This design comes from an exercise in tuning for small area, a short achievable clock period and few clock cycles on the open sky130 flow, not from production work.
In this exercise RTL edits were held to simulation tests only and were not proved equivalent to the original.
Power is estimated from default activity; no workload was simulated.

**flow/design.v**
```verilog
module canopy_fec_rx (
    input  wire         clk,
    input  wire         rst,         
    input  wire         start,
    input  wire [30:0]  seed,
    input  wire         in_valid,
    output wire         in_ready,
    input  wire [13:0]  in_trits,
    output reg          out_valid,
    input  wire         out_ready,
    output reg  [9:0]   out_sym,
    output reg          out_era,     
    output reg          out_last,    
    output wire [159:0] out_synd,    
    output reg  [9:0]   out_nera     
);
    wire clr = rst | start;
    reg [13:0] ir_t;
    reg        ir_e;                 
    reg        ir_v;
    reg        rdy;
    assign in_ready = rdy;
    wire       ir_free;              
    wire [1:0] it6 = in_trits[13:12], it5 = in_trits[11:10], it4 = in_trits[9:8];
    wire [1:0] it3 = in_trits[7:6],   it2 = in_trits[5:4],   it1 = in_trits[3:2];
    wire [1:0] it0 = in_trits[1:0];
    wire in_era = it6[1] & it5[1] & (it4[1] | (it4[0] & ((it3 != 2'd0) | (it2[1] & (it1[1] | (it1[0] & it0[1]))))));
    always @(posedge clk) begin
        if (ir_free) begin
            ir_t <= in_trits;
            ir_e <= in_era;
        end
        ir_v <= ~clr & (in_valid | ~rdy);
    end
    wire dc_1 = ir_t[0] ^ ir_t[2] ^ ir_t[4];
    wire dc_2 = (ir_t[0] & ir_t[2]) | (ir_t[0] & ir_t[4]) | (ir_t[2] & ir_t[4]);
    wire dc_3 = ir_t[6] ^ ir_t[8] ^ ir_t[10];
    wire dc_4 = (ir_t[6] & ir_t[8]) | (ir_t[6] & ir_t[10]) | (ir_t[8] & ir_t[10]);
    wire dc_5 = ir_t[1] ^ (ir_t[2] | ir_t[3]) ^ ir_t[5];
    wire dc_6 = (ir_t[1] & (ir_t[2] | ir_t[3])) | (ir_t[1] & ir_t[5]) | ((ir_t[2] | ir_t[3]) & ir_t[5]);
    wire dc_7 = (ir_t[6] | ir_t[7]) ^ ir_t[9] ^ (ir_t[10] | ir_t[11]);
    wire dc_8 = ((ir_t[6] | ir_t[7]) & ir_t[9]) | ((ir_t[6] | ir_t[7]) & (ir_t[10] | ir_t[11])) | (ir_t[9] & (ir_t[10] | ir_t[11]));
    wire dc_9 = ir_t[3] ^ ir_t[7] ^ ir_t[11];
    wire dc_10 = (ir_t[3] & ir_t[7]) | (ir_t[3] & ir_t[11]) | (ir_t[7] & ir_t[11]);
    wire dc_11 = ir_t[4] ^ ir_t[6] ^ ir_t[12];
    wire dc_12 = (ir_t[4] & ir_t[6]) | (ir_t[4] & ir_t[12]) | (ir_t[6] & ir_t[12]);
    wire dc_13 = ir_t[5] ^ (ir_t[6] | ir_t[7]) ^ ir_t[8];
    wire dc_14 = (ir_t[5] & (ir_t[6] | ir_t[7])) | (ir_t[5] & ir_t[8]) | ((ir_t[6] | ir_t[7]) & ir_t[8]);
    wire dc_15 = ir_t[7] ^ ir_t[9] ^ (ir_t[10] | ir_t[11]);
    wire dc_16 = (ir_t[7] & ir_t[9]) | (ir_t[7] & (ir_t[10] | ir_t[11])) | (ir_t[9] & (ir_t[10] | ir_t[11]));
    wire dc_17 = ir_t[8] ^ (ir_t[10] | ir_t[11]) ^ ir_t[12];
    wire dc_18 = (ir_t[8] & (ir_t[10] | ir_t[11])) | (ir_t[8] & ir_t[12]) | ((ir_t[10] | ir_t[11]) & ir_t[12]);
    wire dc_19 = ir_t[9] ^ (ir_t[10] | ir_t[11]) ^ (ir_t[12] | ir_t[13]);
    wire dc_20 = (ir_t[9] & (ir_t[10] | ir_t[11])) | (ir_t[9] & (ir_t[12] | ir_t[13])) | ((ir_t[10] | ir_t[11]) & (ir_t[12] | ir_t[13]));
    wire dc_21 = dc_1 ^ dc_3 ^ ir_t[12];
    wire dc_22 = (dc_1 & dc_3) | (dc_1 & ir_t[12]) | (dc_3 & ir_t[12]);
    wire dc_23 = dc_2 ^ dc_4 ^ dc_5;
    wire dc_24 = (dc_2 & dc_4) | (dc_2 & dc_5) | (dc_4 & dc_5);
    wire dc_25 = dc_6 ^ dc_8 ^ dc_9;
    wire dc_26 = (dc_6 & dc_8) | (dc_6 & dc_9) | (dc_8 & dc_9);
    wire dc_27 = dc_12 ^ dc_13 ^ ir_t[10];
    wire dc_28 = (dc_12 & dc_13) | (dc_12 & ir_t[10]) | (dc_13 & ir_t[10]);
    wire dc_29 = dc_14 ^ dc_15 ^ ir_t[13];
    wire dc_30 = (dc_14 & dc_15) | (dc_14 & ir_t[13]) | (dc_15 & ir_t[13]);
    wire dc_31 = dc_20 ^ ir_t[11] ^ ir_t[13];
    wire dc_32 = (dc_20 & ir_t[11]) | (dc_20 & ir_t[13]) | (ir_t[11] & ir_t[13]);
    wire dc_33 = dc_22 ^ dc_23 ^ dc_7;
    wire dc_34 = (dc_22 & dc_23) | (dc_22 & dc_7) | (dc_23 & dc_7);
    wire dc_35 = dc_26 ^ dc_10 ^ dc_11;
    wire dc_36 = (dc_26 & dc_10) | (dc_26 & dc_11) | (dc_10 & dc_11);
    wire dc_37 = dc_30 ^ dc_16 ^ dc_17;
    wire dc_38 = (dc_30 & dc_16) | (dc_30 & dc_17) | (dc_16 & dc_17);
    wire dc_39 = dc_34 ^ dc_24 ^ dc_25;
    wire dc_40 = (dc_34 & dc_24) | (dc_34 & dc_25) | (dc_24 & dc_25);
    wire dc_41 = dc_36 ^ dc_27 ^ (ir_t[12] | ir_t[13]);
    wire dc_42 = (dc_36 & dc_27) | (dc_36 & (ir_t[12] | ir_t[13])) | (dc_27 & (ir_t[12] | ir_t[13]));
    wire dc_43 = dc_38 ^ dc_18 ^ dc_19;
    wire dc_44 = (dc_38 & dc_18) | (dc_38 & dc_19) | (dc_18 & dc_19);
    wire dc_45 = dc_42 ^ dc_28 ^ dc_29;
    wire dc_46 = (dc_42 & dc_28) | (dc_42 & dc_29) | (dc_28 & dc_29);
    wire [11:0] dc_ra = {1'b0, ir_t[13], dc_32, dc_44, dc_43, dc_46, dc_45, dc_41, dc_40, dc_39, dc_33, dc_21};
    wire [11:0] dc_rb = {1'b0, 1'b0, ir_t[12], dc_31, 1'b0, dc_37, 1'b0, 1'b0, dc_35, 1'b0, ir_t[13], 1'b0};
    wire [11:0] gval = dc_ra + dc_rb;
    wire        g_era  = ir_e;
    wire [10:0] g_bits = g_era ? 11'd0 : gval[10:0];
    reg  [30:0] scr;
    reg  [30:0] scr_next;
    reg  [10:0] key;
    integer b;
    always @(*) begin
        scr_next = scr;
        for (b = 10; b >= 0; b = b - 1) begin
            key[b]   = scr_next[30] ^ scr_next[27];
            scr_next = {scr_next[29:0], key[b]};
        end
    end
    reg [10:0] qd [0:2];
    reg [2:0]  qe;
    reg [2:0]  wp, rp;           
    reg [1:0]  n;                
    reg [10:0] oh;               
    wire mv   = ir_v & (n != 2'd3);
    assign ir_free = ~ir_v | (n != 2'd3);
    wire have = n[1] | (n[0] & (oh[0] | oh[1]));
    wire pop  = have & (~out_valid | out_ready);
    wire drop = pop & ~oh[0];
    wire [1:0] n_nx = n + {1'b0, mv} - {1'b0, drop};
    always @(posedge clk) begin
        if (start)
            scr <= seed;
        else if (mv)
            scr <= scr_next;
    end
    integer i;
    always @(posedge clk) begin
        for (i = 0; i < 3; i = i + 1)
            if (mv & wp[i]) begin
                qd[i] <= g_bits ^ key;
                qe[i] <= g_era;
            end
    end
    always @(posedge clk) begin
        if (clr) begin
            n   <= 2'd0;
            oh  <= 11'd1;
            wp  <= 3'b001;
            rp  <= 3'b001;
            rdy <= 1'b1;
        end else begin
            n   <= n_nx;
            if (pop)
                oh <= {oh[0], oh[10:1]};
            if (mv)
                wp <= {wp[1:0], wp[2]};
            if (drop)
                rp <= {rp[1:0], rp[2]};
            rdy <= ~(in_valid | ~rdy) | (n_nx != 2'd3);
        end
    end
    wire [10:0] qa = ({11{rp[0]}} & qd[0]) | ({11{rp[1]}} & qd[1]) | ({11{rp[2]}} & qd[2]);
    wire [10:0] qb = ({11{rp[2]}} & qd[0]) | ({11{rp[0]}} & qd[1]) | ({11{rp[1]}} & qd[2]);
    wire        ea = |(rp & qe);
    wire        eb = |({rp[1:0], rp[2]} & qe);
    wire [21:0] win    = {qa, qb};
    reg  [9:0]  sym;
    integer m;
    always @(*) begin
        sym = 10'd0;
        for (m = 0; m < 11; m = m + 1)
            sym = sym | ({10{oh[m]}} & win[21-m -: 10]);
    end
    wire        sym_era = ea | (eb & ~(oh[0] | oh[1]));
    function [9:0] gf_mul(input [9:0] a, input [9:0] c);
        integer k;
        reg [9:0] acc;
        reg [9:0] sh;
        begin
            acc = 10'd0;
            sh  = a;
            for (k = 0; k < 10; k = k + 1) begin
                if (c[k])
                    acc = acc ^ sh;
                sh = {sh[8:0], 1'b0} ^ (sh[9] ? 10'h009 : 10'h000);
            end
            gf_mul = acc;
        end
    endfunction
    function [9:0] alpha_pow(input integer jj);
        integer k;
        reg [9:0] p;
        begin
            p = 10'd1;
            for (k = 0; k < jj; k = k + 1)
                p = gf_mul(p, 10'd2);
            alpha_pow = p;
        end
    endfunction
    localparam [9:0] POS0 = 10'h3ff;
    localparam [9:0] POSL = 10'h15b;
    reg  [9:0] pos;
    wire       is_last = (pos == POSL);
    reg        first;                
    reg [9:0] synd [0:15];
    integer j;
    always @(posedge clk) begin
        if (clr) begin
            pos       <= POS0;
            out_valid <= 1'b0;
            out_last  <= 1'b0;
            first     <= 1'b1;
        end else if (pop) begin
            out_valid <= 1'b1;
            out_last  <= is_last;
            first     <= is_last;
            pos       <= is_last ? POS0 : {pos[8:0], pos[9] ^ pos[6]};
        end else if (out_ready) begin
            out_valid <= 1'b0;
        end
    end
    always @(posedge clk) begin
        if (pop) begin
            out_sym  <= sym;
            out_era  <= sym_era;
            out_nera <= (first ? 10'd0 : out_nera) + {9'd0, sym_era};
            for (j = 0; j < 16; j = j + 1)
                synd[j] <= (first ? 10'd0 : gf_mul(synd[j], alpha_pow(j))) ^ sym;
        end
    end
    genvar g;
    generate
        for (g = 0; g < 16; g = g + 1) begin : g_synd
            assign out_synd[10*g +: 10] = synd[g];
        end
    endgenerate
endmodule
```
**flow/flow/run.sh**
```bash
#!/bin/bash
# The standard ORFS layout (the standard.sh: standard synthesis, floorplan,
# placement, CTS, routing), with two changes:
#  - the ports get plain sky130 buf_1 buffers instead of the delay cell that
#    buffer_ports picks by default (every port still gets its buffer);
#  - the resizer's repair_timing aims for 9 ns of setup slack instead of 0, so it
#    also works on paths that already meet the 13 ns clock.
# The SDC (clock period, I/O delays, loads) is the standard flow's, unchanged.
set -euo pipefail
bash standard.sh "BUFFER_PORTS_ARGS=-buffer_cell sky130_fd_sc_hd__buf_1" SETUP_SLACK_MARGIN=9 finish > standard_flow.log 2>&1
```
**flow/standard.sh**
```bash
#!/bin/bash
# synth_recipe.tcl (not shown) runs the flow's synth.tcl, then flattens the netlist and writes it again
# the make line also repeats each setting of config.mk as NAME=value (left out here)
make -C /OpenROAD-flow-scripts/flow DESIGN_CONFIG=/design/flow/config.mk WORK_HOME=/design/flow/orfs CLKGATE_MAP_FILE= SYNTH_SCRIPT=/design/flow/synth_recipe.tcl "${@:-finish}"
```
**flow/config.mk**
```make
export PLATFORM = sky130hd
export DESIGN_NAME = canopy_fec_rx
export DESIGN_NICKNAME = canopy_fec_rx
export VERILOG_FILES = /design/flow/design.v
export SDC_FILE = /design/flow/constraint.sdc
export NUM_CORES = 4
export LEC_CHECK = 0
export CAP_MARGIN = 20
export CORE_MARGIN = 2
export CORE_UTILIZATION = 40
export SLEW_MARGIN = 20
```
**flow/constraint.sdc**
```tcl
create_clock -name core_clock -period 13.0 [get_ports {clk}]
set_input_delay 2.6000 -clock core_clock [delete_from_list [all_inputs] [get_ports {clk}]]
set_output_delay 2.6000 -clock core_clock [all_outputs]
set_load 0.01 [all_outputs]
```
==> results.toml, run 1 <==
[grt]
grt_pass1_wl_mm = 54.8
grt_pass1_vias = 9663
grt_usage_pct = 17.9
antenna_found_initial = 0
grt_remaining_overflow = 0
grt_max_degree = 134

[synthesis]
synthArstFlopShare_pct = 0
yosysSeqAreaShare_pct = 56.2
synth_area_leaders = "edfxtp_1, xnor2_1, xor2_1"
synth_top_area_share_pct = 51.7
yosys.area.top_type = "edfxtp_1"
synth-edff-count = 263
synth_warnings = 3
synth_flop_cell = "edfxtp_1"
synth_area_mm2 = 0.0153
syn_inst = 1236
ys_types = 52
syn_area_per_cell_um2 = 12.4
syn_nets = 1319
ys_ff_latch = 297

[sta]
finalHoldViolations = 0
fmax_mhz = 256
setup_viol = 0
clock_skew_ns = 0.0211
worstMarginPinSlew_ns = 1.04
rsz0062_at_grt = "yes"
fin_crit_sh_pct = 30.0
slew_headroom_pct = 30.6
whs_ns = 0.464
period_needed_ns = 3.90
tns_ns = 0
fin_ws_ns = 9.10
slew_violations = 0

[place]
gp_congestion = 0.862
portBuffers = 233
place_ws_ns = 7.91
dpl.hpwl_mm = 23.2

[power]
p_leak_nw = 6.02
worst_ir_drop_vdd_uv = 98.6
power_per_cell_area_mw_per_mm2 = 140

[final_layout]
final_common_cell = "edfxtp_1"
multi_input_area_mm2 = 0.00632
final_layout_size_suffix_gt1_share_pct = 9.68
area_growth_pct = 16.9
fillers = 3470
diodes = 0
nets = 1547
layout_common_cells = "edfxtp_1, buf_1, xnor2_1"
register_area_mm2 = 0.00858

[routing]
wirelength_mm = 36.1
drc_errors = 0
drt-vias-per-instance = 4.99
post_drt_wl_per_cell_um = 18.1
drt_iter0_drc = 801
first_pass_iters = 8
antenna_left = 0
via_count = 9969

[cts]
cts_buffer_depth = 3
clk_pin_slew_ns = 0.06
insertion_delay_ns = 0.56
cts.sinks = 297
cts_hold_buffers = 0
root_buffer = "clkbuf_16"
cts_tree = "done"
numCtsBuffers = 36
h-tree-depth = 2

[setup_path]
path_class = "flip-flop to flip-flop"
worst_setup_path_end_kind = "flip-flop"
critical_path.startpoint_type = "flip-flop"
required_ns = 13.37
worst_ep_arrival_time_ns = 4.27
crit_fanout = 3

[job]
drv_cap = 0

[die]
fp.dieH_um = 199
io_pins = 234
die_x_um = 199
coreArea_mm2 = 0.0377
die_area_mm2 = 0.0398
row_count = 71
start_util_pct = 40.5

[min_path]
hold_path.class = "flip-flop to flip-flop"

[status]
status = "no timing/DRC/antenna violations"
-- synthesized netlist by cell type, types with 5 or more instances --
cell and instances:
edfxtp_1 263, xnor2_1 200, nor2_1 120, xor2_1 116
nand2_1 88, nand2b_1 65, inv_1 48, clkbuf_1 40
dfxtp_1 34, mux2_2 31, a22oi_1 24, a21oi_1 23
fa_1 23, a222oi_1 22, o22ai_1 16, nand3_1 15
buf_6 10, ha_1 10, a221oi_1 8, nor2b_1 8
o21ai_0 8, and3_1 6, nand2_2 5
-- power breakdown --
| part | internal [mW] | switching [mW] | total (mW) |
|---|---|---|---|
| Combinational | 0.172 | 0.244 | 0.415 |
| Sequential | 1.12 | 0.0222 | 1.14 |
| Clock | 0.545 | 0.401 | 0.947 |
-- final cells by class --
type,count,area share [%]
sequential,297,48.1
multi-input combinational,831,35.4
timing repair buffer,250,5.69
clock buffer,45,5.35
tap,511,3.58
inverter,48,1.10
clock inverter,17,0.799
-- final timing paths --
check,start,end,slack (ns),cells past startpoint
min,out_last,out_last,0.46,2
min reg2reg,out_last,out_last,0.46,2
max,ir_t[2],qd[0][9],9.10,14
max reg2reg,ir_t[2],qd[0][9],9.10,14
-- through the flow --
stage                     instance area, µm²  instances  util (%)  total power, mW
final                                  17900       1999      47.4             2.50
after detailed placement               16500       1925      43.8             1.53
after global routing                   17900       1999      47.4             2.62
after global placement                 16500       1925      43.8             1.52
after floorplan                        15300       1236         -             1.43
after CTS                              17700       1988      47.0             2.50
-- logic make-up after synthesis --
| group | Yosys count | synth area share [%] |
|---|---|---|
| and+or+nand+nor | 329 | 10.1 |
| buffers and inverters | 108 | 3.43 |
| AOI/OAI and AO/OA | 122 | 6.02 |
| DFF | 297 | 56.2 |
| xor gates and xnor gates | 316 | 18.1 |
| adders and majority gates | 33 | 3.83 |
| muxes | 31 | 2.29 |
-- sequential cells by signal (all words and copies together) (netlist names), 2 cells and up --
register	flops
synd	160
qd	33
scr	31
ir_t	14
oh	11
out_nera	10
out_sym	10
pos	10
qe	3
rp	3
wp	3
n	2
-- worst max-delay path: stages (launching register included) --
cell and delay [ns]:
edfxtp_1 0.39, or2_4 0.27, fa_2 0.58, fa_1 0.41, fa_2 0.35, inv_2 0.06
fa_1 0.44, inv_2 0.09, ha_4 0.14, a21oi_4 0.06, o31ai_4 0.26, a31oi_1 0.13
xor2_1 0.18, nor2_1 0.15, xor2_1 0.22
-- routing by layer --
metal / vias up / GRT usage [%] / wire length, µm
li1: 4718 / - / -
met3: 62 / 3.88 / 2570
met5: - / 0 / 0
met2: 340 / 28.7 / 16900
met4: 0 / 5.98 / 770
met1: 4849 / 24.0 / 15900
-- repair_timing --
item | in CTS | in global routing
resized for setup | 14 | 23
endpoints found under the hold margin | 0 | 0
cloned | 0 | 0
setup endpoints to repair | 80 | 87
setup buffers | 1 | 10
pin swaps | 6 | 18
Testbench counts, summed over its fixed seeds: cycles 52,248.
==> run 2: changes to the inputs <==
--- a/flow/config.mk
+++ b/flow/config.mk
@@ -7,5 +7,8 @@
 export LEC_CHECK = 0
 export CAP_MARGIN = 20
 export CORE_MARGIN = 2
-export CORE_UTILIZATION = 40
+export CORE_UTILIZATION = 60
+export CTS_BUF_LIST = sky130_fd_sc_hd__clkbuf_16
+export CTS_CLUSTER_DIAMETER = 100
+export CTS_CLUSTER_SIZE = 25
 export SLEW_MARGIN = 20
==> run 2 against run 1 <==
Net effect:
- die area fell by 33%
- clock power shrank 46%
- count of clock-buffer cells in the layout is 30 lower
- fmax fell by 1.8%
- combinational power about the same
- sequential share of layout area rose by 2.4 points
- clock skew shrank 0.0048 ns
- area after synthesis unchanged
- global-route usage increased by 6.7 points
- highest routed layer unchanged
==> results.toml, run 2 <==
[synthesis]
synth_warnings = 3
synth_top_area_share_pct = 51.7
synth-edff-count = 263
yosysSeqAreaShare_pct = 56.2
synth_flop_cell = "edfxtp_1"
syn_inst = 1236
syn_area_per_cell_um2 = 12.4
ys_types = 52
synth_area_mm2 = 0.0153
yosys-top-cells-count = "edfxtp_1, xnor2_1, nor2_1, xor2_1, nand2_1"
synth_area_leaders = "edfxtp_1, xnor2_1, xor2_1"
yosys.area.top_type = "edfxtp_1"
yosysMostFrequentCell = "edfxtp_1"
syn_nets = 1319
ys_ff_latch = 297
synthArstFlopShare_pct = 0

[sta]
fmax_mhz = 252
rsz0062_at_grt = "yes"
clock_skew_ns = 0.0164
slew_headroom_pct = 28.9
fin_crit_sh_pct = 30.6
period_needed_ns = 3.97
setup_viol = 0
finalHoldViolations = 0
fin_ws_ns = 9.03
tns_ns = 0
whs_ns = 0.472
slew_violations = 0
worstMarginPinSlew_ns = 1.07

[routing]
via_count = 9905
drt_iter0_drc = 1186
antenna_left = 0
post_drt_wl_per_cell_um = 19.0
wirelength_mm = 33.9
drc_errors = 0
first_pass_iters = 9
drt-vias-per-instance = 5.56

[grt]
grt_max_degree = 91
antenna_found_initial = 0
grt_usage_pct = 24.6
grt_remaining_overflow = 0
grt_pass1_wl_mm = 51.2
grt_pass1_vias = 9099

[setup_path]
required_ns = 13.32
crit_fanout = 3
worst_ep_arrival_time_ns = 4.29
critical_path.startpoint_type = "flip-flop"
startpoint = "ir_t[3]"
path_class = "flip-flop to flip-flop"
rr_startpoint = "ir_t[3]"
worst_setup_path_end_kind = "flip-flop"

[cts]
h-tree-depth = 1
cts_hold_buffers = 0
numCtsBuffers = 15
cts_tree = "done"
cts_buffer_depth = 3
clk_pin_slew_ns = 0.10
insertion_delay_ns = 0.50
cts.sinks = 297
root_buffer = "clkbuf_16"

[die]
coreArea_mm2 = 0.0251
die_area_mm2 = 0.0267
io_pins = 234
start_util_pct = 60.8
fp.dieH_um = 164
die_x_um = 164
row_count = 58

[power]
p_leak_nw = 5.73
worst_ir_drop_vdd_uv = 146
power_per_cell_area_mw_per_mm2 = 122

[final_layout]
reg_top3 = "synd: 160 flops, qd: 33 flops, scr: 31 flops"
area_growth_pct = 11.2
diodes = 0
nets = 1528
largest-register = "synd"
largest_reg_flops = 160
layout_common_cells = "edfxtp_1, buf_1, xnor2_1"
final_common_cell = "edfxtp_1"
final_layout_size_suffix_gt1_share_pct = 7.78

[min_path]
hp-start = "wp[0]"
hold_path.class = "flip-flop to flip-flop"

[job]
drv_cap = 0

[place]
gp_congestion = 0.912
dpl.hpwl_mm = 22.0
place_ws_ns = 7.39
portBuffers = 233

[status]
status = "no timing/DRC/antenna violations"
## run 2: critical path, stage by stage (launching register included)
cell	delay, ns
edfxtp_1	0.40
or2_4	0.26
fa_1	0.51
fa_1	0.60
fa_2	0.20
inv_2	0.04
fa_2	0.33
inv_2	0.08
ha_4	0.21
nand3b_1	0.20
a21oi_2	0.11
a311oi_2	0.31
xnor2_1	0.12
nor2_1	0.14
xor2_1	0.27
## run 2: worst paths after layout
check,end,slack [ns],cells past startpoint
setup reg to reg,qd[0][10],9.03,14
hold / removal,wp[0],0.47,1
setup / recovery,qd[0][10],9.03,14
hold reg to reg,wp[0],0.47,1
## run 2: metal layers
| layer | share of wire [%] | up-vias | GRT usage, % |
|---|---|---|---|
| met5 | 0 | - | 0 |
| met4 | 2.0 | 0 | 4.63 |
| met3 | 6.9 | 50 | 3.12 |
| met2 | 49 | 401 | 41.4 |
| met1 | 42 | 4791 | 35.0 |
| li1 | - | 4663 | - |
## run 2: metrics by stage
step	util [%]	cells	total power, mW	area, µm²
5_1_grt	67.7	1783	2.15	17000
3_5_place_dp	64.9	1747	1.52	16300
2_1_floorplan	-	1236	1.43	15300
4_1_cts	67.0	1774	2.04	16800
6_report	67.7	1783	2.07	17000
3_3_place_gp	64.9	1747	1.52	16300
## run 2: where the power goes
group	internal [mW]	switching [mW]	total (mW)
clock	0.213	0.295	0.508
combinational	0.174	0.243	0.417
sequential	1.12	0.0225	1.14
total	1.50	0.561	2.07
## run 2: logic make-up (layout without fill, tap and decap cells)
| family | count (synthesis) | after routing | share of synthesized area (%) |
|---|---|---|---|
| and+or+nand+nor | 329 | 329 | 10.1 |
| xor gates and xnor gates | 316 | 316 | 18.1 |
| DFF | 297 | 297 | 56.2 |
| AOI/OAI and AO/OA | 122 | 122 | 6.02 |
| buffers and inverters | 108 | 325 | 3.43 |
| adders and majority gates | 33 | 33 | 3.83 |
| muxes | 31 | 31 | 2.29 |
## run 2: area by class of cell
cell class	instances	area, µm²
clock inverters	10	38.8
multi-input cells	831	6310
flip-flops and latches	297	8580
well taps	330	413
inverters	48	193
clock buffers	15	375
repair buffers	252	1080
fillers	2002	8120
## run 2: what timing repair did
| action | 4_1_cts | 5_1_grt |
|---|---|---|
| cloned | 1 | 0 |
| setup endpoints to repair | 156 | 81 |
| pin swaps | 2 | 19 |
| gates resized for setup | 14 | 27 |
| setup buffers | 1 | 8 |
==> run 3: changes to the inputs <==
--- a/flow/config.mk
+++ b/flow/config.mk
@@ -7,7 +7,7 @@
 export LEC_CHECK = 0
 export CAP_MARGIN = 20
 export CORE_MARGIN = 2
-export CORE_UTILIZATION = 60
+export CORE_UTILIZATION = 40
 export CTS_BUF_LIST = sky130_fd_sc_hd__clkbuf_16
 export CTS_CLUSTER_DIAMETER = 100
 export CTS_CLUSTER_SIZE = 25
==> run 3 against run 2 <==
Net effect:
- via count is 0.57% lower
- area after synthesis stayed put
- final cell count is 10% higher
- clock skew is 0.0070 ns higher
- flip-flop and latch count stayed put
==> results.toml, run 3 <==
[final_layout]
largest-register = "synd"
nets = 1523
diodes = 0
layout.cells.non_filler = 1961
largest_reg_flops = 160
area_growth_pct = 12.7
reg_top3 = "synd: 160 flops, qd: 33 flops, scr: 31 flops"
final_common_cell = "edfxtp_1"
final_layout_size_suffix_gt1_share_pct = 7.59
layout_common_cells = "edfxtp_1, buf_1, xnor2_1"
fin_util_pct = 45.7

[power]
p_seq_share_pct = 54.1
power.switching_mw = 0.579
clockPowerShare_pct = 26.6
p_sw_share_pct = 27.5
combinationalPowerShare_pct = 19.3
internal_power_mw = 1.53
worst_ir_drop_vdd_uv = 112
p_leak_nw = 5.72
power_per_cell_area_mw_per_mm2 = 122

[routing]
post_drt_wl_per_cell_um = 18.1
drt_iter0_drc = 804
drc_errors = 0
drt-vias-per-instance = 5.02
wirelength_mm = 35.4
first_pass_iters = 8
antenna_left = 0
via_count = 9849

[cts]
root_buffer = "clkbuf_16"
numCtsBuffers = 16
cts_tree = "done"
cts.sinks = 297
h-tree-depth = 1
cts_hold_buffers = 0
cts_buffer_depth = 3
insertion_delay_ns = 0.52
clk_pin_slew_ns = 0.11

[sta]
whs_ns = 0.468
setup_viol = 0
slew_headroom_pct = 30.9
rsz0062_at_grt = "yes"
fmax_mhz = 257
fin_ws_ns = 9.11
tns_ns = 0
period_needed_ns = 3.89
slew_violations = 0
clock_skew_ns = 0.0233
fin_crit_sh_pct = 29.9
finalHoldViolations = 0
worstMarginPinSlew_ns = 1.04

[die]
fp.dieH_um = 199
coreArea_mm2 = 0.0377
io_pins = 234
row_count = 71
start_util_pct = 40.5
die_x_um = 199
die_area_mm2 = 0.0398

[synthesis]
yosysMostFrequentCell = "edfxtp_1"
ys_ff_latch = 297
synth-edff-count = 263
syn_nets = 1319
synthArstFlopShare_pct = 0
synth_area_mm2 = 0.0153
synth_warnings = 3
yosysSeqAreaShare_pct = 56.2
ys_types = 52
synth_flop_cell = "edfxtp_1"
syn_inst = 1236
syn_area_per_cell_um2 = 12.4
yosys-top-cells-count = "edfxtp_1, xnor2_1, nor2_1, xor2_1, nand2_1"
synth_top_area_share_pct = 51.7
synth_area_leaders = "edfxtp_1, xnor2_1, xor2_1"
yosys.area.top_type = "edfxtp_1"

[grt]
grt_max_degree = 134
grt_remaining_overflow = 0
grt_usage_pct = 17.2
antenna_found_initial = 0
grt_pass1_wl_mm = 53.7
grt_pass1_vias = 9452

[status]
status = "no timing/DRC/antenna violations"

[setup_path]
required_ns = 13.19
critical_path.startpoint_type = "input pin"
crit_fanout = 133
rr_startpoint = "ir_t[2]"
path_class = "input pin to flip-flop"
worst_ep_arrival_time_ns = 4.08
startpoint = "out_ready"
worst_setup_path_end_kind = "flip-flop"

[place]
gp_congestion = 0.862
place_ws_ns = 7.91
portBuffers = 233
placed_cells_incl_taps = 1925
dpl.hpwl_mm = 23.2

[min_path]
hp-start = "out_last"
hold_path.class = "flip-flop to flip-flop"

[job]
drv_cap = 0
==> run 3: layout make-up <==
cell class	instances	area, µm²
clock inverters	11	62.6
repair buffers	246	986
fillers	3542	20500
inverters	48	196
well taps	511	639
clock buffers	17	425
multi-input cells	831	6320
flip-flops and latches	297	8580
==> run 3: worst max-delay path, cell delays in order <==
cell,delay (ns)
buf_1,0.07
inv_1,0.04
nand2_1,0.09
o21ai_2,0.06
buf_4,0.23
inv_16,0.36
buf_12,0.43
==> run 3: per-layer routing <==
metal | share of wire, % | vias up | GRT usage (%)
met5 | 0 | - | 0
met4 | 1.8 | 0 | 3.62
met3 | 6.2 | 39 | 2.82
met2 | 47 | 342 | 28.5
met1 | 45 | 4809 | 23.8
li1 | - | 4659 | -
==> run 3: what timing repair did <==
item | in CTS | in global routing
setup endpoints to repair | 83 | 89
endpoints found under the hold margin | 0 | 0
pin swaps | 4 | 18
resized for setup | 13 | 23
gates cloned | 0 | 0
setup buffers | 1 | 7
==> run 3: cell families (layout without fill, tap and decap cells) <==
family / after synthesis / count (layout) / share of synthesized area (%)
flip-flops: 297 / 297 / 56.2
adder cells (fa/ha/maj): 33 / 33 / 3.83
buffers and inverters: 108 / 322 / 3.43
multiplexers: 31 / 31 / 2.29
AND/OR/NAND/NOR: 329 / 329 / 10.1
XOR/XNOR: 316 / 316 / 18.1
AO/OA/AOI/OAI: 122 / 122 / 6.02
==> run 3: path summary, 6_finish.rpt <==
| check | to | slack (ns) | cells after the start |
|---|---|---|---|
| setup / recovery | synd[6][9] | 9.11 | 7 |
| hold / removal | out_last | 0.47 | 2 |
| setup reg to reg | qd[0][9] | 9.12 | 14 |
| hold reg to reg | out_last | 0.47 | 2 |
==> run 3: power groups by stage <==
stage / logic [mW] / registers, mW / clock network (mW)
after global routing: 0.455 / 1.14 / 0.603
after CTS: 0.380 / 1.14 / 0.578
after detailed placement: 0.364 / 1.16 / 0
after floorplan: 0.267 / 1.16 / 0
after global placement: 0.355 / 1.16 / 0
final: 0.407 / 1.14 / 0.561
==> run 3: metrics by stage <==
stage / area [µm²] / total power, mW
6_report: 17200 / 2.11
5_1_grt: 17200 / 2.20
4_1_cts: 17100 / 2.10
3_5_place_dp: 16500 / 1.53
3_3_place_gp: 16500 / 1.52
2_1_floorplan: 15300 / 1.43
==> run 4: changes to the inputs <==
--- a/flow/flow/run.sh
+++ b/flow/flow/run.sh
@@ -7,4 +7,4 @@
 #    also works on paths that already meet the 13 ns clock.
 # The SDC (clock period, I/O delays, loads) is the standard flow's, unchanged.
 set -euo pipefail
-bash standard.sh "BUFFER_PORTS_ARGS=-buffer_cell sky130_fd_sc_hd__buf_1" SETUP_SLACK_MARGIN=9 finish > standard_flow.log 2>&1
+bash standard.sh "BUFFER_PORTS_ARGS=-buffer_cell sky130_fd_sc_hd__buf_1" SETUP_SLACK_MARGIN=8.9 finish > standard_flow.log 2>&1
==> run 4 against run 3 <==
Net effect:
- still clean
- sequential power barely moved
- critical path depth rose by 7
- final cell count fell by 0.31%
- critical path type is now flip-flop to flip-flop
- largest power group unchanged
- highest routed layer unchanged
==> results.toml, run 4 <==
[final_layout]
layout_common_cells = "edfxtp_1, buf_1, xnor2_1"
fin_util_pct = 45.5
area_growth_pct = 12.2
diodes = 0
reg_top3 = "synd: 160 flops, qd: 33 flops, scr: 31 flops"
nets = 1518
final_common_cell = "edfxtp_1"
final_layout_size_suffix_gt1_share_pct = 6.72
largest_reg_flops = 160
largest-register = "synd"

[cts]
cts.sinks = 297
clk_pin_slew_ns = 0.09
h-tree-depth = 1
root_buffer = "clkbuf_16"
cts_hold_buffers = 0
cts_tree = "done"
cts_buffer_depth = 3
numCtsBuffers = 16
insertion_delay_ns = 0.52

[synthesis]
syn_area_per_cell_um2 = 12.4
ys_types = 52
syn_inst = 1236
yosys-top-cells-count = "edfxtp_1, xnor2_1, nor2_1, xor2_1, nand2_1"
synth_area_mm2 = 0.0153
synth_top_area_share_pct = 51.7
synth_flop_cell = "edfxtp_1"
synth_warnings = 3
syn_nets = 1319
yosysSeqAreaShare_pct = 56.2
synthArstFlopShare_pct = 0
synth_area_leaders = "edfxtp_1, xnor2_1, xor2_1"
yosys.area.top_type = "edfxtp_1"
synth-edff-count = 263
ys_ff_latch = 297
yosysMostFrequentCell = "edfxtp_1"

[place]
dpl.hpwl_mm = 23.0
gp_congestion = 0.868
portBuffers = 233

[grt]
grt_remaining_overflow = 0
grt_usage_pct = 17.1
antenna_found_initial = 0
grt_pass1_wl_mm = 52.8
grt_pass1_vias = 9128
grt_max_degree = 132

[routing]
wirelength_mm = 35.0
drt_iter0_drc = 917
drc_errors = 0
antenna_left = 0
post_drt_wl_per_cell_um = 17.9
first_pass_iters = 6
drt-vias-per-instance = 4.96
via_count = 9694

[sta]
whs_ns = 0.473
clock_skew_ns = 0.0169
period_needed_ns = 3.92
tns_ns = 0
fin_crit_sh_pct = 30.1
rsz0062_at_grt = "no"
worstMarginPinSlew_ns = 1.08
fmax_mhz = 255
setup_viol = 0
finalHoldViolations = 0
slew_headroom_pct = 27.9
slew_violations = 0

[die]
fp.dieH_um = 199
coreArea_mm2 = 0.0377
start_util_pct = 40.5
io_pins = 234
row_count = 71
die_x_um = 199
die_area_mm2 = 0.0398

[setup_path]
crit_chain = "or2_4 > fa_1 > fa_1 > fa_2 > inv_2 > fa_1 > inv_2 > ha_4 > nand3b_1 > a21oi_2 > a311oi_2 > xnor2_1 > nor2_1 > xor2_1"
required_ns = 13.25
worst_setup_path_end_kind = "flip-flop"
crit_top_cell = "fa_1"
crit_fanout = 3
crit_slowest_cell = "fa_1"
path_class = "flip-flop to flip-flop"
critical_path.startpoint_type = "flip-flop"
worst_ep_arrival_time_ns = 4.17
cp_slowest_stage_delay_ns = 0.57

[power]
power_per_cell_area_mw_per_mm2 = 123
p_leak_nw = 5.68
total_power_mw = 2.11
worst_ir_drop_vdd_uv = 145

[status]
status = "no timing/DRC/antenna violations"

[job]
drv_cap = 0

[min_path]
hold_path.class = "flip-flop to flip-flop"
-- run 4: cell counts after synthesis --
No cell type changed its count.
-- run 4: per-stage QoR --
| stage | cell area (µm²) | cells | setup WS (ns) |
|---|---|---|---|
| floorplan | 15300 | 1236 | 8.93 |
| global placement | 16500 | 1927 | 7.89 |
| detailed placement | 16500 | 1927 | 7.91 |
| CTS | 17000 | 1954 | 8.94 |
| global route | 17100 | 1955 | 8.86 |
| finish | 17100 | 1955 | 9.08 |
-- run 4: path summary, 6_finish.rpt --
| kind | from | cells past startpoint | endpoint | slack [ns] |
|---|---|---|---|---|
| worst max-delay path | ir_t[3] | 14 | qd[0][10] | 9.08 |
| worst min-delay path | wp[0] | 1 | wp[0] | 0.47 |
| worst max register to register | ir_t[3] | 14 | qd[0][10] | 9.08 |
| worst min register to register | wp[0] | 1 | wp[0] | 0.47 |
-- run 4: area by class of cell --
class	instances	area (µm²)
clock buffers	17	425
inverters	48	193
repair buffers	241	948
fillers	3500	20500
multi-input cells	831	6260
flip-flops and latches	297	8580
clock inverters	10	81.3
well taps	511	639
-- run 4: timing repair --
| item | 4_1_cts | 5_1_grt |
|---|---|---|
| pin swaps | 0 | 12 |
| gates resized for setup | 4 | 20 |
| buffers inserted | 0 | 1 |
| endpoints found under the setup margin | 76 | 92 |
| gates cloned | 0 | 0 |
-- run 4: metal layers --
metal	track usage (%)	vias up	share of wire, %
li1	-	4643	-
met5	0	-	0
met3	3.53	38	7.2
met4	3.62	0	1.9
met2	27.6	314	46
met1	23.9	4699	45
-- run 4: kinds of logic after synthesis --
| kind of cell | Yosys count | synth area share, % |
|---|---|---|
| simple gates | 329 | 10.1 |
| buf+inv | 108 | 3.43 |
| flops | 297 | 56.2 |
| fa+ha+maj | 33 | 3.83 |
| mux | 31 | 2.29 |
| compound gates | 122 | 6.02 |
| xor+xnor | 316 | 18.1 |
-- run 4: critical path: cells and delay by family (launching register included) --
kind	cells	cell delay, ns
fa+ha+maj	5	1.87
compound gates	2	0.41
xor+xnor	2	0.34
flops	1	0.39
buf+inv	2	0.12
simple gates	3	0.53
-- run 4: power breakdown --
part	total, mW	switching [mW]	internal [mW]
Combinational	0.389	0.235	0.154
Clock	0.577	0.314	0.263
Sequential	1.14	0.0230	1.12
==> run 5: changes to the inputs <==
--- a/flow/flow/run.sh
+++ b/flow/flow/run.sh
@@ -7,4 +7,4 @@
 #    also works on paths that already meet the 13 ns clock.
 # The SDC (clock period, I/O delays, loads) is the standard flow's, unchanged.
 set -euo pipefail
-bash standard.sh "BUFFER_PORTS_ARGS=-buffer_cell sky130_fd_sc_hd__buf_1" SETUP_SLACK_MARGIN=8.9 finish > standard_flow.log 2>&1
+bash standard.sh "BUFFER_PORTS_ARGS=-buffer_cell sky130_fd_sc_hd__buf_1" SETUP_SLACK_MARGIN=9.1 finish > standard_flow.log 2>&1
==> run 5 against run 4 <==
Net effect:
- still clean
- clock skew rose by 0.0077 ns
- clock power fell by 3%
- core utilization rose by 0.32 points
- flip-flop and latch count did not move
- cell area rose by 0.71%
- sequential share of layout area fell by 0.35 points
- die area did not move
- critical endpoint is now qd[0][9]
==> results.toml, run 5 <==
[synthesis]
synth_area_mm2 = 0.0153
synth_fa_ha_area_share_pct = 3.83
synth_xor_xnor_area_share_pct = 18.1
synth_top_area_share_pct = 51.7
ys_types = 52
syn_inst = 1236
ys_ff_latch = 297
synth_compound_area_share_pct = 6.02
yosysSeqAreaShare_pct = 56.2
synth_warnings = 3
synthArstFlopShare_pct = 0
synth_area_leaders = "edfxtp_1, xnor2_1, xor2_1"
syn_area_per_cell_um2 = 12.4
yosys-top-cells-count = "edfxtp_1, xnor2_1, nor2_1, xor2_1, nand2_1"
synthSimpleGateAreaFrac_pct = 10.1
yosys.area.top_type = "edfxtp_1"
muxShareOfSynthArea_pct = 2.29
synth_flop_cell = "edfxtp_1"
synth_top_family_by_area = "XOR/XNOR gates"
synth-edff-count = 263
yosysMostFrequentCell = "edfxtp_1"
syn_nets = 1319

[grt]
grt_pass1_wl_mm = 54.2
grt_remaining_overflow = 0
grt_usage_pct = 17.5
grt_max_degree = 138
grt_pass1_vias = 9429
antenna_found_initial = 0

[routing]
post_drt_wl_per_cell_um = 18.2
drt_iter0_drc = 875
drt-vias-per-instance = 4.99
first_pass_iters = 7
antenna_left = 0
wirelength_mm = 35.8
drc_errors = 0
via_count = 9791

[final_layout]
register_area_mm2 = 0.00858
largest-register = "synd"
diodes = 0
nets = 1526
fillers = 3573
fin_util_pct = 45.8
multi_input_area_mm2 = 0.00632
layout_common_cells = "edfxtp_1, buf_1, xnor2_1"
final_cell_area_mm2 = 0.0173
area_growth_pct = 13.0
final_layout_size_suffix_gt1_share_pct = 8.05
final_common_cell = "edfxtp_1"
largest_reg_flops = 160
reg_top3 = "synd: 160 flops, qd: 33 flops, scr: 31 flops"

[place]
dpl.hpwl_mm = 23.3
place_ws_ns = 7.91
portBuffers = 233
gp_congestion = 0.867
place_area_mm2 = 0.0165

[setup_path]
worstReg2RegEnd = "qd[0][9]"
worst_ep_arrival_time_ns = 4.21
required_ns = 13.35
path_class = "flip-flop to flip-flop"
cp_slowest_stage_delay_ns = 0.53
worst_setup_path_end_kind = "flip-flop"
ff2ff_path_depth = 14
rr_startpoint = "ir_t[3]"
reg2reg_slack_ns = 9.14
crit_chain = "or2_4 > fa_2 > fa_1 > fa_2 > inv_2 > fa_1 > inv_1 > ha_2 > a21oi_4 > o31ai_4 > a31oi_1 > xor2_1 > nor2_1 > xor2_1"
crit_slowest_cell = "fa_2"
critical_path.startpoint_type = "flip-flop"
crit_fanout = 3

[die]
coreArea_mm2 = 0.0377
die_x_um = 199
io_pins = 234
die_area_mm2 = 0.0398
start_util_pct = 40.5
row_count = 71
fp.dieH_um = 199

[sta]
clock_skew_ns = 0.0246
fmax_mhz = 259
fin_crit_sh_pct = 29.7
tns_ns = 0
fin_ws_ns = 9.14
slew_headroom_pct = 33.8
period_needed_ns = 3.86
rsz0062_at_grt = "yes"
slew_violations = 0
whs_ns = 0.470
worstMarginPinSlew_ns = 0.992
finalHoldViolations = 0
setup_viol = 0

[power]
clockPowerShare_pct = 26.6
power.switching_mw = 0.579
p_sw_share_pct = 27.5
power_per_cell_area_mw_per_mm2 = 122
p_seq_share_pct = 54.1
worst_ir_drop_vdd_uv = 117
p_leak_nw = 5.74
combinationalPowerShare_pct = 19.3
internal_power_mw = 1.53

[min_path]
hold_path.class = "flip-flop to flip-flop"
hp-start = "out_last"
min_path_cells = 2
whs_endpoint = "out_last"

[cts]
insertion_delay_ns = 0.52
root_buffer = "clkbuf_16"
numCtsBuffers = 16
cts_hold_buffers = 0
cts.sinks = 297
cts_tree = "done"
clk_pin_slew_ns = 0.09
h-tree-depth = 1
cts_buffer_depth = 3

[status]
status = "no timing/DRC/antenna violations"

[job]
drv_cap = 0
==> run 5: cell types whose count changed in the layout (fill, tap and decap cells not counted), sizes merged <==
cell,before,now
buf,240,246
clkinv,1,5
inv,56,55
bufinv,1,0
clkbuf,18,19
==> run 5: cells by family (layout without fill, tap and decap cells) <==
family	after synthesis	in the layout
compound gates	122	122
fa+ha+maj	33	33
mux	31	31
buf+inv	108	325
xor+xnor	316	316
flops	297	297
simple gates	329	329
==> run 5: power by group through the flow <==
stage / clock, mW / sequential, mW / combinational (mW)
6_report: 0.560 / 1.14 / 0.407
5_1_grt: 0.606 / 1.15 / 0.449
4_1_cts: 0.579 / 1.14 / 0.390
3_5_place_dp: 0 / 1.16 / 0.363
3_3_place_gp: 0 / 1.16 / 0.355
2_1_floorplan: 0 / 1.16 / 0.267
==> run 5: what timing repair did <==
item | CTS | global route
resized for setup | 24 | 18
pin swaps | 11 | 14
setup endpoints to repair | 86 | 84
setup buffers | 6 | 5
gates cloned | 0 | 1
==> run 5: layer usage <==
| layer | GRT usage, % | up-vias | wire [µm] |
|---|---|---|---|
| li1 | - | 4655 | - |
| met1 | 24.1 | 4752 | 16000 |
| met2 | 28.7 | 335 | 16600 |
| met3 | 3.39 | 49 | 2450 |
| met4 | 3.98 | 0 | 822 |
| met5 | 0 | - | 0 |
==> run 5: final cells by class <==
type	instances	area share, %
Clock buffer	17	2.47
Clock inverter	11	0.377
Inverter	48	1.20
Multi-Input combinational cell	831	36.6
Sequential cell	297	49.7
Tap cell	511	3.71
Timing Repair Buffer	248	5.83
Timing Repair inverter	1	0.0653
==> run 5: worst max-delay path, delay by kind of cell (launching register included) <==
family	cells	cell delay (ns)
AOI/OAI and AO/OA	3	0.46
and+or+nand+nor	2	0.42
adders and majority gates	5	1.94
xor gates and xnor gates	2	0.36
DFF	1	0.39
buffers and inverters	2	0.14
==> run 5: how the worst max path moves through the flow <==
stage               cells past startpoint  slack (ns)            end         from
global placement                        7        7.90    synd[11][4]    out_ready
floorplan                               9        9.09           n[1]    out_ready
finish                                 14        9.14       qd[0][9]      ir_t[3]
global route                           14        8.93       qd[0][9]      ir_t[3]
detailed placement                      7        7.91     synd[8][8]    out_ready
CTS                                     1        9.11  out_synd[126]  synd[12][6]
==> run 5: metrics by stage <==
step | cells | total power, mW
floorplan | 1236 | 1.43
global placement | 1924 | 1.52
detailed placement | 1924 | 1.53
CTS | 1958 | 2.11
global route | 1964 | 2.20
finish | 1964 | 2.11
==> run 6: changes to the inputs <==
--- a/flow/flow/run.sh
+++ b/flow/flow/run.sh
@@ -3,7 +3,7 @@
 # placement, CTS, routing), with two changes:
 #  - the ports get plain sky130 buf_1 buffers instead of the delay cell that
 #    buffer_ports picks by default (every port still gets its buffer);
-#  - the resizer's repair_timing aims for 9 ns of setup slack instead of 0, so it
+#  - the resizer's repair_timing aims for 9.1 ns of setup slack instead of 0, so it
 #    also works on paths that already meet the 13 ns clock.
 # The SDC (clock period, I/O delays, loads) is the standard flow's, unchanged.
 set -euo pipefail
==> run 6 against run 5 <==
Net effect:
- still clean
- flip-flop and latch count did not move
- synthesized cell count did not move
- worst hold slack unchanged
- critical path type unchanged
- largest power group unchanged
- highest routed layer unchanged
==> results.toml, run 6 <==
[status]
status = "no timing/DRC/antenna violations"

[grt]
grt_remaining_overflow = 0
grt_pass1_vias = 9429
gr-usage-met2_pct = 28.7
grt_max_degree = 138
grt.busiest_layer = "met2"
use_met1_pct = 24.1
gr-usage-met3_pct = 3.39
grt_usage_pct = 17.5
antenna_found_initial = 0
grt_pass1_wl_mm = 54.2

[final_layout]
reg_top3 = "synd: 160 flops, qd: 33 flops, scr: 31 flops"
fillers = 3573
nets = 1526
final_layout_size_suffix_gt1_share_pct = 8.05
layout_common_cells = "edfxtp_1, buf_1, xnor2_1"
largest_reg_flops = 160
area_growth_pct = 13.0
diodes = 0
final_common_cell = "edfxtp_1"
largest-register = "synd"

[job]
drv_cap = 0

[setup_path]
required_ns = 13.35
critical_path.startpoint_type = "flip-flop"
worst_ep_arrival_time_ns = 4.21
worst_setup_path_end_kind = "flip-flop"
path_class = "flip-flop to flip-flop"
crit_fanout = 3

[synthesis]
synth-edff-count = 263
yosys-top-cells-count = "edfxtp_1, xnor2_1, nor2_1, xor2_1, nand2_1"
syn_area_per_cell_um2 = 12.4
yosysSeqAreaShare_pct = 56.2
synth_warnings = 3
synthArstFlopShare_pct = 0
synth_area_mm2 = 0.0153
synth_area_leaders = "edfxtp_1, xnor2_1, xor2_1"
synth_top_area_share_pct = 51.7
syn_nets = 1319
synth_flop_cell = "edfxtp_1"
ys_types = 52
yosys.area.top_type = "edfxtp_1"
ys_ff_latch = 297
syn_inst = 1236
yosysMostFrequentCell = "edfxtp_1"

[die]
start_util_pct = 40.5
fp.dieH_um = 199
io_pins = 234
die_area_mm2 = 0.0398
coreArea_mm2 = 0.0377
die_x_um = 199
row_count = 71

[routing]
wirelength_mm = 35.8
first_pass_iters = 7
drc_errors = 0
via_count = 9791
drt-vias-per-instance = 4.99
drt_iter0_drc = 875
post_drt_wl_per_cell_um = 18.2
antenna_left = 0

[sta]
fin_crit_sh_pct = 29.7
clock_skew_ns = 0.0246
fmax_mhz = 259
rsz0062_at_grt = "yes"
fin_ws_ns = 9.14
worstMarginPinSlew_ns = 0.992
slew_violations = 0
tns_ns = 0
finalHoldViolations = 0
slew_headroom_pct = 33.8
setup_viol = 0
period_needed_ns = 3.86

[power]
total_power_mw = 2.11
worst_ir_drop_vdd_uv = 117
power_per_cell_area_mw_per_mm2 = 122
p_leak_nw = 5.74

[cts]
insertion_delay_ns = 0.52
root_buffer = "clkbuf_16"
cts_tree = "done"
cts_hold_buffers = 0
numCtsBuffers = 16
cts_buffer_depth = 3
h-tree-depth = 1
cts.sinks = 297
clk_pin_slew_ns = 0.09

[place]
place_ws_ns = 7.91
portBuffers = 233
gp_congestion = 0.867
dpl.hpwl_mm = 23.3

[min_path]
hold_path.class = "flip-flop to flip-flop"
## run 6: area by class of cell
class | count | area (µm²) | share of cell area [%]
Clock buffer | 17 | 425 | 2.47
Timing Repair Buffer | 248 | 1010 | 5.83
Inverter | 48 | 206 | 1.20
Clock inverter | 11 | 65.1 | 0.377
Timing Repair inverter | 1 | 11.3 | 0.0653
Tap cell | 511 | 639 | 3.71
Multi-Input combinational cell | 831 | 6320 | 36.6
Sequential cell | 297 | 8580 | 49.7
## run 6: logic make-up after synthesis
kind of cell               after synthesis  synth area share (%)
and+or+nand+nor                        329                  10.1
xor gates and xnor gates               316                  18.1
DFF                                    297                  56.2
AOI/OAI and AO/OA                      122                  6.02
buffers and inverters                  108                  3.43
adders and majority gates               33                  3.83
muxes                                   31                  2.29
## run 6: path summary, 6_finish.rpt
path         startpoint       end  slack (ns)  cells after the start
max             ir_t[3]  qd[0][9]        9.14                     14
max reg2reg     ir_t[3]  qd[0][9]        9.14                     14
min reg2reg    out_last  out_last        0.47                      2
min            out_last  out_last        0.47                      2
## run 6: routing by layer
metal | part of all wire, % | vias up | wire length [µm]
li1 | - | 4655 | -
met1 | 45 | 4752 | 16000
met2 | 46 | 335 | 16600
met3 | 6.8 | 49 | 2450
met4 | 2.3 | 0 | 822
met5 | 0 | - | 0
## run 6: power by group
| part | switching (mW) | total, mW | internal [mW] |
|---|---|---|---|
| Sequential | 0.0228 | 1.14 | 1.12 |
| Combinational | 0.241 | 0.407 | 0.166 |
| Clock | 0.316 | 0.560 | 0.244 |
## run 6: critical path, cell delays in order, from the launching register on
cell,delay (ns)
edfxtp_1,0.39
or2_4,0.26
fa_2,0.53
fa_1,0.43
fa_2,0.35
inv_2,0.06
fa_1,0.42
inv_1,0.08
ha_2,0.21
a21oi_4,0.08
o31ai_4,0.25
a31oi_1,0.13
xor2_1,0.15
nor2_1,0.16
xor2_1,0.21
## run 6: stage by stage
stage	hold WS, ns	cells	util, %	area, µm²
after global placement	0.441	1924	43.8	16500
final	0.470	1964	45.8	17300
after global routing	0.488	1964	45.8	17300
after detailed placement	0.451	1924	43.8	16500
after floorplan	0.428	1236	-	15300
after CTS	0.467	1958	45.5	17100
## run 6: repair_timing
action / 4_1_cts / 5_1_grt
gates resized for setup: 24 / 18
cloned: 0 / 1
pin swaps: 11 / 14
setup endpoints to repair: 86 / 84
setup buffers: 6 / 5
==> run 7: changes to the inputs <==
==> flow/flow/run.sh (replaced) <==
#!/bin/bash
# The standard ORFS layout (the standard.sh: standard synthesis, floorplan,
# placement, CTS, routing), with two changes:
#  - the ports get plain sky130 buf_1 buffers instead of the delay cell that
#    buffer_ports picks by default (every port still gets its buffer);
#  - the resizer's repair_timing aims for 9.25 ns of setup slack instead of 0, so it
#    also works on paths that already meet the 13 ns clock.
# The SDC (clock period, I/O delays, loads) is the standard flow's, unchanged.
set -euo pipefail
bash standard.sh "BUFFER_PORTS_ARGS=-buffer_cell sky130_fd_sc_hd__buf_1" SETUP_SLACK_MARGIN=9.25 finish > standard_flow.log 2>&1
--- a/flow/config.mk
+++ b/flow/config.mk
@@ -8,7 +8,4 @@
 export CAP_MARGIN = 20
 export CORE_MARGIN = 2
 export CORE_UTILIZATION = 40
-export CTS_BUF_LIST = sky130_fd_sc_hd__clkbuf_16
-export CTS_CLUSTER_DIAMETER = 100
-export CTS_CLUSTER_SIZE = 25
 export SLEW_MARGIN = 20
==> run 7 against run 6 <==
Net effect:
- die area unchanged
- cell area increased by 9.8%
- largest power group unchanged
- highest routed layer unchanged
- worst hold slack improved by 0.0019 ns
- sequential power about the same
- area after synthesis unchanged
- total power increased by 21%
- combinational power increased by 7.1%
- core utilization increased by 4.5 points
- critical path depth unchanged
- global-route usage increased by 1.3 points
- worst setup slack improved by 0.065 ns
==> results.toml, run 7 <==
[status]
status = "no timing/DRC/antenna violations"

[synthesis]
yosysMostFrequentCell = "edfxtp_1"
ys_types = 52
synth_flop_cell = "edfxtp_1"
ys_ff_latch = 297
synth_warnings = 3
synth-edff-count = 263
syn_inst = 1236
yosys-top-cells-count = "edfxtp_1, xnor2_1, nor2_1, xor2_1, nand2_1"
yosysSeqAreaShare_pct = 56.2
synthArstFlopShare_pct = 0
synth_area_mm2 = 0.0153
syn_nets = 1319
syn_area_per_cell_um2 = 12.4
synth_area_leaders = "edfxtp_1, xnor2_1, xor2_1"
synth_top_area_share_pct = 51.7
yosys.area.top_type = "edfxtp_1"

[power]
p_leak_nw = 6.75
internal_power_mw = 1.89
power.switching_mw = 0.656
power_per_cell_area_mw_per_mm2 = 134
total_power_mw = 2.54
worst_ir_drop_vdd_uv = 119
p_sw_share_pct = 25.8
combinationalPowerShare_pct = 17.2
clockPowerShare_pct = 38.1
p_seq_share_pct = 44.8

[routing]
drt_iter0_drc = 852
antenna_left = 0
post_drt_wl_per_cell_um = 17.9
first_pass_iters = 6
drt-vias-per-instance = 4.88
drc_errors = 0
wirelength_mm = 37.9
via_count = 10300

[die]
coreArea_mm2 = 0.0377
start_util_pct = 40.5
fp.dieH_um = 199
die_area_mm2 = 0.0398
io_pins = 234
row_count = 71
die_x_um = 199

[final_layout]
layout_common_cells = "edfxtp_1, xnor2_1, buf_1"
nets = 1665
final_layout_size_suffix_gt1_share_pct = 19.2
area_growth_pct = 24.1
fin_util_pct = 50.3
reg_top3 = "synd: 160 flops, qd: 33 flops, scr: 31 flops"
final_cell_area_mm2 = 0.0189
final_common_cell = "edfxtp_1"
largest-register = "synd"
diodes = 0
largest_reg_flops = 160

[min_path]
hold_path.class = "flip-flop to flip-flop"

[cts]
cts_hold_buffers = 0
numCtsBuffers = 34
h-tree-depth = 2
cts_buffer_depth = 3
cts.sinks = 297
cts_tree = "done"
root_buffer = "clkbuf_16"
insertion_delay_ns = 0.53
clk_pin_slew_ns = 0.06

[sta]
fin_crit_sh_pct = 29.2
tns_ns = 0
worstMarginPinSlew_ns = 1.02
whs_ns = 0.472
period_needed_ns = 3.80
setup_viol = 0
rsz0062_at_grt = "yes"
fmax_mhz = 263
slew_violations = 0
slew_headroom_pct = 31.7
finalHoldViolations = 0
clock_skew_ns = 0.0221

[setup_path]
crit_slowest_cell = "fa_1"
worst_setup_path_end_kind = "flip-flop"
path_class = "flip-flop to flip-flop"
worst_ep_arrival_time_ns = 4.14
required_ns = 13.34
crit_chain = "or2_4 > fa_1 > fa_1 > fa_2 > inv_2 > fa_2 > inv_2 > ha_4 > nand3b_1 > a21oi_2 > a311oi_2 > xnor2_1 > nor2_1 > xor2_2"
cp_slowest_stage_delay_ns = 0.50
crit_fanout = 3
critical_path.startpoint_type = "flip-flop"

[grt]
grt_max_degree = 107
antenna_found_initial = 0
grt_pass1_vias = 10400
grt_remaining_overflow = 0
grt_usage_pct = 18.8
grt_pass1_wl_mm = 57.5

[place]
dpl.hpwl_mm = 23.2
place_area_mm2 = 0.0166
gp_congestion = 0.834
portBuffers = 233

[job]
drv_cap = 0
run 7: cell types whose count changed in the layout (fill, tap and decap cells not counted), sizes merged:
cell	previous run	this run
o21ai	9	10
bufbuf	0	1
clkinv	5	10
clkinvlp	0	1
inv	55	50
clkbuf	19	61
bufinv	0	4
buf	246	351
run 7: cell type report:
class	count	area, µm²
Timing Repair inverter	2	17.5
Clock inverter	15	191
Multi-Input combinational cell	832	6370
Sequential cell	297	8580
Inverter	48	209
Tap cell	511	639
Fill cell	3417	18700
Timing Repair Buffer	367	2010
Clock buffer	46	927
run 7: power groups by stage:
| stage | registers [mW] | clock network (mW) | logic [mW] |
|---|---|---|---|
| after floorplan | 1.16 | 0 | 0.275 |
| after global placement | 1.16 | 0 | 0.366 |
| final | 1.14 | 0.967 | 0.436 |
| after CTS | 1.14 | 0.987 | 0.433 |
| after detailed placement | 1.16 | 0 | 0.373 |
| after global routing | 1.14 | 1.02 | 0.484 |
run 7: cell families (layout without fill, tap and decap cells):
group / Yosys count / in the layout / share of synthesized area, %
multiplexers: 31 / 31 / 2.29
XOR/XNOR: 316 / 316 / 18.1
flip-flops: 297 / 297 / 56.2
buffers and inverters: 108 / 478 / 3.43
adder cells (fa/ha/maj): 33 / 33 / 3.83
AO/OA/AOI/OAI: 122 / 123 / 6.02
AND/OR/NAND/NOR: 329 / 329 / 10.1
run 7: final timing paths:
path                               from        end  slack (ns)  cells after the start
worst max register to register  ir_t[2]  qd[1][10]        9.20                     14
worst max-delay path            ir_t[2]  qd[1][10]        9.20                     14
worst min register to register   pos[8]     pos[9]        0.47                      2
worst min-delay path             pos[8]     pos[9]        0.47                      2
run 7: routing by layer:
layer | global-route usage [%] | part of all wire [%] | routed length, µm
met5 | 0 | 0 | 0
met4 | 5.76 | 2.1 | 783
met3 | 3.51 | 7.3 | 2770
met2 | 31.7 | 48 | 18000
met1 | 24.6 | 43 | 16300
run 7: what timing repair did:
action	CTS	global route
buffers inserted	97	32
pin swaps	14	2
cloned	4	0
resized for setup	62	23
setup endpoints to repair	206	84
run 7: critical path, delay by kind of cell, from the launching register on:
family	cells	cell delay (ns)
buffers and inverters	2	0.11
AND/OR/NAND/NOR	3	0.60
XOR/XNOR	2	0.38
AO/OA/AOI/OAI	2	0.36
flip-flops	1	0.38
adder cells (fa/ha/maj)	5	1.79
run 7: per-stage QoR:
| stage | worst slack [ns] | instances |
|---|---|---|
| 6_report | 9.20 | 2118 |
| 5_1_grt | 8.99 | 2118 |
| 4_1_cts | 9.18 | 2086 |
| 3_5_place_dp | 7.70 | 1924 |
| 3_3_place_gp | 7.71 | 1924 |
| 2_1_floorplan | 9.22 | 1236 |
==> run 8: changes to the inputs <==
==> flow/flow/run.sh (replaced) <==
#!/bin/bash
# The standard ORFS layout (the standard.sh: standard synthesis, floorplan,
# placement, CTS, routing), with two changes:
#  - the ports get plain sky130 buf_1 buffers instead of the delay cell that
#    buffer_ports picks by default (every port still gets its buffer);
#  - the resizer's repair_timing aims for 9 ns of setup slack instead of 0, so it
#    also works on paths that already meet the 13 ns clock.
# The SDC (clock period, I/O delays, loads) is the standard flow's, unchanged.
set -euo pipefail
bash standard.sh "BUFFER_PORTS_ARGS=-buffer_cell sky130_fd_sc_hd__buf_1" SETUP_SLACK_MARGIN=8.75 finish > standard_flow.log 2>&1
==> run 8 against run 7 <==
Net effect:
- still clean on timing, DRC and antenna
- final cell count fell by 6.1%
- sequential share of layout area grew 3.3 points
- non-clock buffer count decreased by 128
- count of clock-buffer cells in the layout fell by 5
- cell area fell by 6.8%
- area after synthesis is the same
- clock skew grew 0.0016 ns
- critical path depth shrank 10
- first-iteration DRC count up 13%
- combinational power down 14%
- fmax fell by 5.8%
- worst setup slack worse by 0.23 ns
- critical endpoint is now rdy
==> results.toml, run 8 <==
[power]
p_seq_share_pct = 46.6
worst_ir_drop_vdd_uv = 99.0
clockPowerShare_pct = 38.0
p_leak_nw = 5.94
p_sw_share_pct = 26.4
power.switching_mw = 0.646
total_power_mw = 2.45
power_per_cell_area_mw_per_mm2 = 139
internal_power_mw = 1.80
combinationalPowerShare_pct = 15.4

[routing]
drc_errors = 0
antenna_left = 0
post_drt_wl_per_cell_um = 17.7
drt-vias-per-instance = 4.97
via_count = 9881
drt_iter0_drc = 967
first_pass_iters = 7
wirelength_mm = 35.3

[sta]
rsz0062_at_grt = "no"
fin_crit_sh_pct = 31.0
tns_ns = 0
slew_violations = 0
fmax_mhz = 248
setup_viol = 0
finalHoldViolations = 0
worstMarginPinSlew_ns = 1.09
slew_headroom_pct = 27.1
period_needed_ns = 4.03
fin_ws_ns = 8.97
clock_skew_ns = 0.0237

[synthesis]
yosys-top-cells-count = "edfxtp_1, xnor2_1, nor2_1, xor2_1, nand2_1"
synth-edff-count = 263
syn_area_per_cell_um2 = 12.4
yosysSeqAreaShare_pct = 56.2
ys_types = 52
syn_inst = 1236
ys_ff_latch = 297
synth_flop_cell = "edfxtp_1"
syn_nets = 1319
synthArstFlopShare_pct = 0
synth_top_area_share_pct = 51.7
synth_area_mm2 = 0.0153
synth_area_leaders = "edfxtp_1, xnor2_1, xor2_1"
synth_warnings = 3
yosys.area.top_type = "edfxtp_1"
yosysMostFrequentCell = "edfxtp_1"

[final_layout]
nets = 1535
largest_reg_flops = 160
diodes = 0
layout_common_cells = "edfxtp_1, buf_1, xnor2_1"
area_growth_pct = 15.6
register_area_mm2 = 0.00858
final_common_cell = "edfxtp_1"
final_cell_area_mm2 = 0.0177
largest-register = "synd"
final_layout_size_suffix_gt1_share_pct = 7.72
reg_top3 = "synd: 160 flops, qd: 33 flops, scr: 31 flops"
fillers = 3547
multi_input_area_mm2 = 0.00624

[min_path]
min_path_cells = 2
hold_path.class = "flip-flop to flip-flop"

[setup_path]
worst_ep_arrival_time_ns = 4.44
worst_setup_path_end_kind = "flip-flop"
ff2ff_path_depth = 14
required_ns = 13.41
crit_fanout = 34
critical_path.startpoint_type = "input pin"
path_class = "input pin to flip-flop"

[die]
die_area_mm2 = 0.0398
row_count = 71
start_util_pct = 40.5
fp.dieH_um = 199
coreArea_mm2 = 0.0377
io_pins = 234
die_x_um = 199

[cts]
cts_buffer_depth = 3
insertion_delay_ns = 0.54
h-tree-depth = 2
cts_tree = "done"
root_buffer = "clkbuf_16"
numCtsBuffers = 35
cts.sinks = 297
cts_hold_buffers = 0
clk_pin_slew_ns = 0.06

[place]
place_ws_ns = 7.87
place_area_mm2 = 0.0165
gp_congestion = 0.872
portBuffers = 233
dpl.hpwl_mm = 22.8

[status]
status = "no timing/DRC/antenna violations"

[grt]
grt_pass1_vias = 9502
grt_usage_pct = 17.5
grt_pass1_wl_mm = 53.8
antenna_found_initial = 0
grt_max_degree = 122
grt_remaining_overflow = 0

[job]
drv_cap = 0
[run 8: power groups by stage]
stage          clock, mW  combinational, mW  sequential, mW
6_report           0.931              0.377            1.14
5_1_grt            0.990              0.421            1.15
4_1_cts            0.957              0.368            1.14
3_5_place_dp           0              0.366            1.16
3_3_place_gp           0              0.357            1.16
2_1_floorplan          0              0.266            1.16
[run 8: kinds of logic after synthesis]
group,count (synthesis),synth area share [%]
buffers and inverters,108,3.43
and+or+nand+nor,329,10.1
muxes,31,2.29
AOI/OAI and AO/OA,122,6.02
adders and majority gates,33,3.83
xor gates and xnor gates,316,18.1
DFF,297,56.2
[run 8: worst max-delay path: stages]
cell	delay, ns
clkbuf_2	0.47
nor2_1	1.01
and2_1	0.26
nand3_1	0.08
[run 8: stage by stage]
stage,hold slack (ns),utilization [%],std cells
6_report,0.472,46.9,1988
5_1_grt,0.494,46.9,1988
4_1_cts,0.466,46.7,1987
3_5_place_dp,0.453,43.8,1925
3_3_place_gp,0.445,43.8,1925
2_1_floorplan,0.428,-,1236
[run 8: area by class of cell]
| class | count | share of cell area [%] |
|---|---|---|
| tap | 511 | 3.62 |
| multi-input combinational | 831 | 35.3 |
| inverter | 48 | 1.09 |
| sequential | 297 | 48.6 |
| clock inverter | 21 | 0.985 |
| timing repair buffer | 239 | 5.28 |
| clock buffer | 41 | 5.09 |
[run 8: repair_timing]
item | 4_1_cts | 5_1_grt
pin swaps | 0 | 1
resized for setup | 2 | 10
setup buffers | 0 | 1
setup endpoints to repair | 83 | 95
hold endpoints to repair | 0 | 0
[run 8: worst paths after layout]
path,end,from,slack [ns]
hold reg to reg,pos[9],pos[8],0.47
setup / recovery,rdy,start,8.97
hold / removal,pos[9],pos[8],0.47
setup reg to reg,qd[0][9],ir_t[3],8.98
[run 8: layer usage]
metal | wire length, µm | part of all wire [%] | GRT usage (%)
met5 | 0 | 0 | 0
met4 | 871 | 2.5 | 5.51
met3 | 2480 | 7.0 | 3.36
met2 | 16300 | 46 | 28.2
met1 | 15600 | 44 | 24.0

## re-timing with driven ports
No port has a modelled driver above. Below, the same layouts with a new extraction and two added sets of constraints.
Step 1 sets driving cells, clkbuf_16 on the clock port and buf_2 on the other inputs (assumed; they add their load-dependent delay and slew).
Step 2 times the ports against the registers' clock, not the clock port: input delays grow and output delays shrink by t, the midpoint of the rising clock arrivals with the driver on.
Three values: no drivers, after step 1, after step 2; two values: the first two.
run	shift t [ns]	setup slack, ns	hold slack, ns	worst slew at a driven data input, ns	pins driven straight from the clock port
run 1	0.595	9.099 / 9.083 / 8.599	0.464 / 0.464 / 0.464	0.05	1
run 2	0.546	9.028 / 9.028 / 8.633	0.472 / 0.472 / 0.472	0.05	1
run 3	0.557	9.110 / 9.094 / 8.578	0.468 / 0.468 / 0.468	0.04	1
run 4	0.560	9.081 / 9.081 / 8.567	0.473 / 0.473 / 0.473	0.05	1
run 5	0.564	9.140 / 9.096 / 8.618	0.470 / 0.470 / 0.470	0.04	1
run 6	0.564	9.140 / 9.096 / 8.618	0.470 / 0.470 / 0.470	0.04	1
run 7	0.571	9.205 / 9.192 / 8.863	0.472 / 0.472 / 0.472	0.05	1
run 8	0.577	8.971 / 8.980 / 8.422	0.472 / 0.472 / 0.472	0.05	1
After both steps setup and hold are still met in every run listed. The setup slack of run 8, which loses most, moves by +0.009 ns with the drivers and by -0.549 ns with both steps.
